Background: an optimization exercise with open tools, aiming at small area, a short achievable clock period and few clock cycles. Do not read the settings as production practice. Only simulation tests tie the RTL to the original design; equivalence was not proved. Power and IR drop assume default switching activity.

## mcv_sinc
module mcv_sinc (
    input  wire        clk,
    input  wire        rst,
    input  wire        s_valid,
    output reg         s_ready,
    input  wire [1:0]  s_op,       
    input  wire [11:0] s_data,     
    output reg         o_valid,
    output reg  [15:0] o_filt,
    output reg         o_settled
);
    localparam OP_SAMPLE  = 2'd0;
    localparam OP_RESTART = 2'd1;
    localparam OP_CONFIG  = 2'd2;
    localparam OP_NOP     = 2'd3;
    function [4:0] rom_sh;       
        input [5:0] kd;
        rom_sh = ({5{kd == 6'd0}} & 5'd0)
            | ({5{kd == 6'd1}} & 5'd1)
            | ({5{kd == 6'd2}} & 5'd1)
            | ({5{kd == 6'd3}} & 5'd2)
            | ({5{kd == 6'd4}} & 5'd2)
            | ({5{kd == 6'd5}} & 5'd2)
            | ({5{kd == 6'd6}} & 5'd2)
            | ({5{kd == 6'd7}} & 5'd3)
            | ({5{kd == 6'd8}} & 5'd3)
            | ({5{kd == 6'd9}} & 5'd3)
            | ({5{kd == 6'd10}} & 5'd3)
            | ({5{kd == 6'd11}} & 5'd3)
            | ({5{kd == 6'd12}} & 5'd3)
            | ({5{kd == 6'd13}} & 5'd3)
            | ({5{kd == 6'd14}} & 5'd3)
            | ({5{kd == 6'd15}} & 5'd4)
            | ({5{kd == 6'd16}} & 5'd0)
            | ({5{kd == 6'd17}} & 5'd2)
            | ({5{kd == 6'd18}} & 5'd3)
            | ({5{kd == 6'd19}} & 5'd4)
            | ({5{kd == 6'd20}} & 5'd4)
            | ({5{kd == 6'd21}} & 5'd5)
            | ({5{kd == 6'd22}} & 5'd5)
            | ({5{kd == 6'd23}} & 5'd6)
            | ({5{kd == 6'd24}} & 5'd6)
            | ({5{kd == 6'd25}} & 5'd6)
            | ({5{kd == 6'd26}} & 5'd6)
            | ({5{kd == 6'd27}} & 5'd7)
            | ({5{kd == 6'd28}} & 5'd7)
            | ({5{kd == 6'd29}} & 5'd7)
            | ({5{kd == 6'd30}} & 5'd7)
            | ({5{kd == 6'd31}} & 5'd8)
  ...
Settings: LEC_CHECK=0, CAP_MARGIN=20, CORE_MARGIN=2, CORE_UTILIZATION=60, CTS_BUF_LIST=sky130_fd_sc_hd__clkbuf_16, CTS_CLUSTER_DIAMETER=80, CTS_CLUSTER_SIZE=25, SLEW_MARGIN=20; clock period 15.0 ns.
run.sh (not shown) runs the stock make flow with config.mk's settings and CLKGATE_MAP_FILE= SYNTH_SCRIPT=/design/flow/synth_recipe.tcl, a recipe that flattens the netlist after the stock synthesis.
Testbench counts at the start, summed over its fixed seeds: cycles 12,944.
Rerun with:
==> flow/flow/run.sh (new file) <==
#!/bin/bash
# The standard layout (standard.sh), with one change: the input and
# output ports are buffered with buf_4 rather than the cell buffer_ports
# picks by default. Everything else, synthesis included, is the standard flow.
set -euo pipefail
export BUFFER_PORTS_ARGS="-buffer_cell sky130_fd_sc_hd__buf_4"
bash standard.sh > standard.log 2>&1
==> flow/standard.sh (new file) <==
#!/bin/bash
# synth_recipe.tcl (not shown) runs the flow's synth.tcl, then flattens the netlist and writes it again
# the make line also repeats each setting of config.mk as NAME=value (left out here)
make -C /OpenROAD-flow-scripts/flow DESIGN_CONFIG=/design/flow/config.mk WORK_HOME=/design/flow/orfs CLKGATE_MAP_FILE= SYNTH_SCRIPT=/design/flow/synth_recipe.tcl "${@:-finish}"
Settings changed: CTS_CLUSTER_DIAMETER 80 to not set, CTS_CLUSTER_SIZE 25 to 20.
removed: flow/run.sh
Result:
- The changed run completed without violations
- setup slack degrades by 0.24 ns
- total power increases by 15%
- sequential power stays flat
- hold slack is about the same
- clock skew decreases by 0.022 ns
- synthesized cell count does not change
- count of clock-buffer cells in the layout increases by 50
- die area is unchanged


Another version of the RTL of mcv_sinc (not shown whole).
For scale: ~5,100 cells after synthesis, roughly 1,300 flip-flops, ~36 I/O pins, about 54,000 sq um of cells after synthesis.
==> flow/config.mk <==
export PLATFORM = sky130hd
export DESIGN_NAME = mcv_sinc
export DESIGN_NICKNAME = mcv_sinc
export VERILOG_FILES = /design/flow/design.v
export SDC_FILE = /design/flow/constraint.sdc
export NUM_CORES = 4
export LEC_CHECK = 0
export CAP_MARGIN = 20
export CORE_MARGIN = 2
export CORE_UTILIZATION = 60
export CTS_BUF_LIST = sky130_fd_sc_hd__clkbuf_16
export CTS_CLUSTER_DIAMETER = 80
export CTS_CLUSTER_SIZE = 25
export SLEW_MARGIN = 20
==> flow/constraint.sdc <==
create_clock -name core_clock -period 15.0 [get_ports {clk}]
set_input_delay 3.0000 -clock core_clock [delete_from_list [all_inputs] [get_ports {clk}]]
set_output_delay 3.0000 -clock core_clock [all_outputs]
set_load 0.01 [all_outputs]
Stock flow here: none of the scripts above is used.
The starting point completed without violations.
Testbench counts at the start, summed over its fixed seeds: cycles 12,952.
Rerun with:
==> flow/flow/run.sh (new file) <==
#!/bin/bash
# The standard layout (standard.sh), with one change: the input and
# output ports are buffered with buf_2 rather than the cell buffer_ports
# picks by default. Everything else, synthesis included, is the standard flow.
set -euo pipefail
export BUFFER_PORTS_ARGS="-buffer_cell sky130_fd_sc_hd__buf_2"
bash standard.sh > standard.log 2>&1
==> flow/standard.sh (new file) <==
#!/bin/bash
# synth_recipe.tcl (not shown) runs the flow's synth.tcl, then flattens the netlist and writes it again
# the make line also repeats each setting of config.mk as NAME=value (left out here)
make -C /OpenROAD-flow-scripts/flow DESIGN_CONFIG=/design/flow/config.mk WORK_HOME=/design/flow/orfs CLKGATE_MAP_FILE= SYNTH_SCRIPT=/design/flow/synth_recipe.tcl "${@:-finish}"
removed: flow/run.sh
After rerunning: Total power is higher by 1.9%; via count came out higher by 0.53%; worst setup slack gets better by 210 ps; wire length grows by 0.82%; cell area barely changes; sequential power is about the same; non-clock buffer count rises by 3; clock-buffer cell count increases by 8; synthesized area is unchanged; cell count is about the same.


Setup of lane 5:
Another version of the RTL of mcv_sinc (not shown whole).
For scale: ~5200 cells after synthesis, roughly 1300 flip-flops, ~36 I/O pins, roughly 55000 um2 of cells after synthesis.
==> flow/config.mk <==
export PLATFORM = sky130hd
export DESIGN_NAME = mcv_sinc
export DESIGN_NICKNAME = mcv_sinc
export VERILOG_FILES = /design/flow/design.v
export SDC_FILE = /design/flow/constraint.sdc
export NUM_CORES = 4
export LEC_CHECK = 0
export CAP_MARGIN = 20
export CORE_MARGIN = 2
export CORE_UTILIZATION = 60
export CTS_BUF_LIST = sky130_fd_sc_hd__clkbuf_16
export CTS_CLUSTER_DIAMETER = 90
export CTS_CLUSTER_SIZE = 30
export SLEW_MARGIN = 20
==> flow/constraint.sdc <==
create_clock -name core_clock -period 15.0 [get_ports {clk}]
set_input_delay 3.0000 -clock core_clock [delete_from_list [all_inputs] [get_ports {clk}]]
set_output_delay 3.0000 -clock core_clock [all_outputs]
set_load 0.01 [all_outputs]
standard.sh (not shown) runs the stock make flow with config.mk's settings and CLKGATE_MAP_FILE= SYNTH_SCRIPT=/design/flow/synth_recipe.tcl, a recipe that flattens the netlist after the stock synthesis.
==> flow/flow/run.sh <==
#!/bin/bash
# The standard layout (standard.sh), with one change: the input and
# output ports are buffered with buf_2 rather than the cell buffer_ports
# picks by default. Everything else, synthesis included, is the standard flow.
set -euo pipefail
export BUFFER_PORTS_ARGS="-buffer_cell sky130_fd_sc_hd__buf_2"
bash standard.sh > standard.log 2>&1
Lane 5: flow completed, timing, DRC and antenna clean
Testbench counts of lane 5, summed over its fixed seeds: cycles 12,952.
> inputs changed (lane 5 -> lane 4)
Settings: a change of CTS_CLUSTER_DIAMETER from 90 to 80; a change of CTS_CLUSTER_SIZE from 30 to 25.
Notes after the runs:
Lane 4 does better than lane 5 on minimum clock period after layout.
Lane 5 → lane 4: number of H-tree levels climbed 1; final area went up; via count of the first global-routing pass rose 198; effective utilization at floorplan was more or less identical.
Delta (lane 4 minus lane 5): setup slack after layout now sits higher, layout overhead on the synthesized area now sits higher.
In lane 4, the fraction of area in clock buffers and inverters came out 0.48 points above the value in lane 5.
In the metrics for lane 5 and lane 4, the one carrying the higher final total power is lane 4.
Sort lane 5 and lane 4 by total length of routed wires desc -> top: lane 4
Status: met2 track demand over resource parity (lane 5, lane 4)

re-timing with driven ports:
Ports are ideal in the flow. The routed layouts listed here were re-timed in OpenROAD.
Step 1 (the two cells are an assumption about what drives the block):
set clk [get_ports {clk}]
set_driving_cell -lib_cell sky130_fd_sc_hd__clkbuf_16 $clk
set_driving_cell -lib_cell sky130_fd_sc_hd__buf_2 [delete_from_list [all_inputs] $clk]
Step 2, shift: input delay + t, output delay - t, t = (earliest + latest rising clock arrival at the registers) / 2. This alone moves slack from input paths to output paths.
Three values: ideal, step 1, step 2; two values: the first two.
| run | t, ns | setup WS [ns] | worst slew at a driven data input, ns |
|---|---|---|---|
| the first run of note 1 | 0.728 | 10.412 / 10.343 / 9.791 | 0.08 |
| the second run of note 1 | 0.774 | 10.172 / 10.214 / 9.440 | 0.08 |
| the first run of note 2 | 0.754 | 10.407 / 10.359 / 10.299 | 0.06 |
| the second run of note 2 | 0.717 | 10.614 / 10.614 / 10.557 | 0.06 |
| lane 5 | 0.772 | 10.813 / 10.738 / 10.559 | 0.04 |
| lane 4 | 0.754 | 10.843 / 10.769 / 10.527 | 0.04 |
After both steps every run listed still meets setup and hold. For the second run of note 1, which loses most, drivers alone change the setup slack by +0.042 ns; drivers and shift together by -0.732 ns.
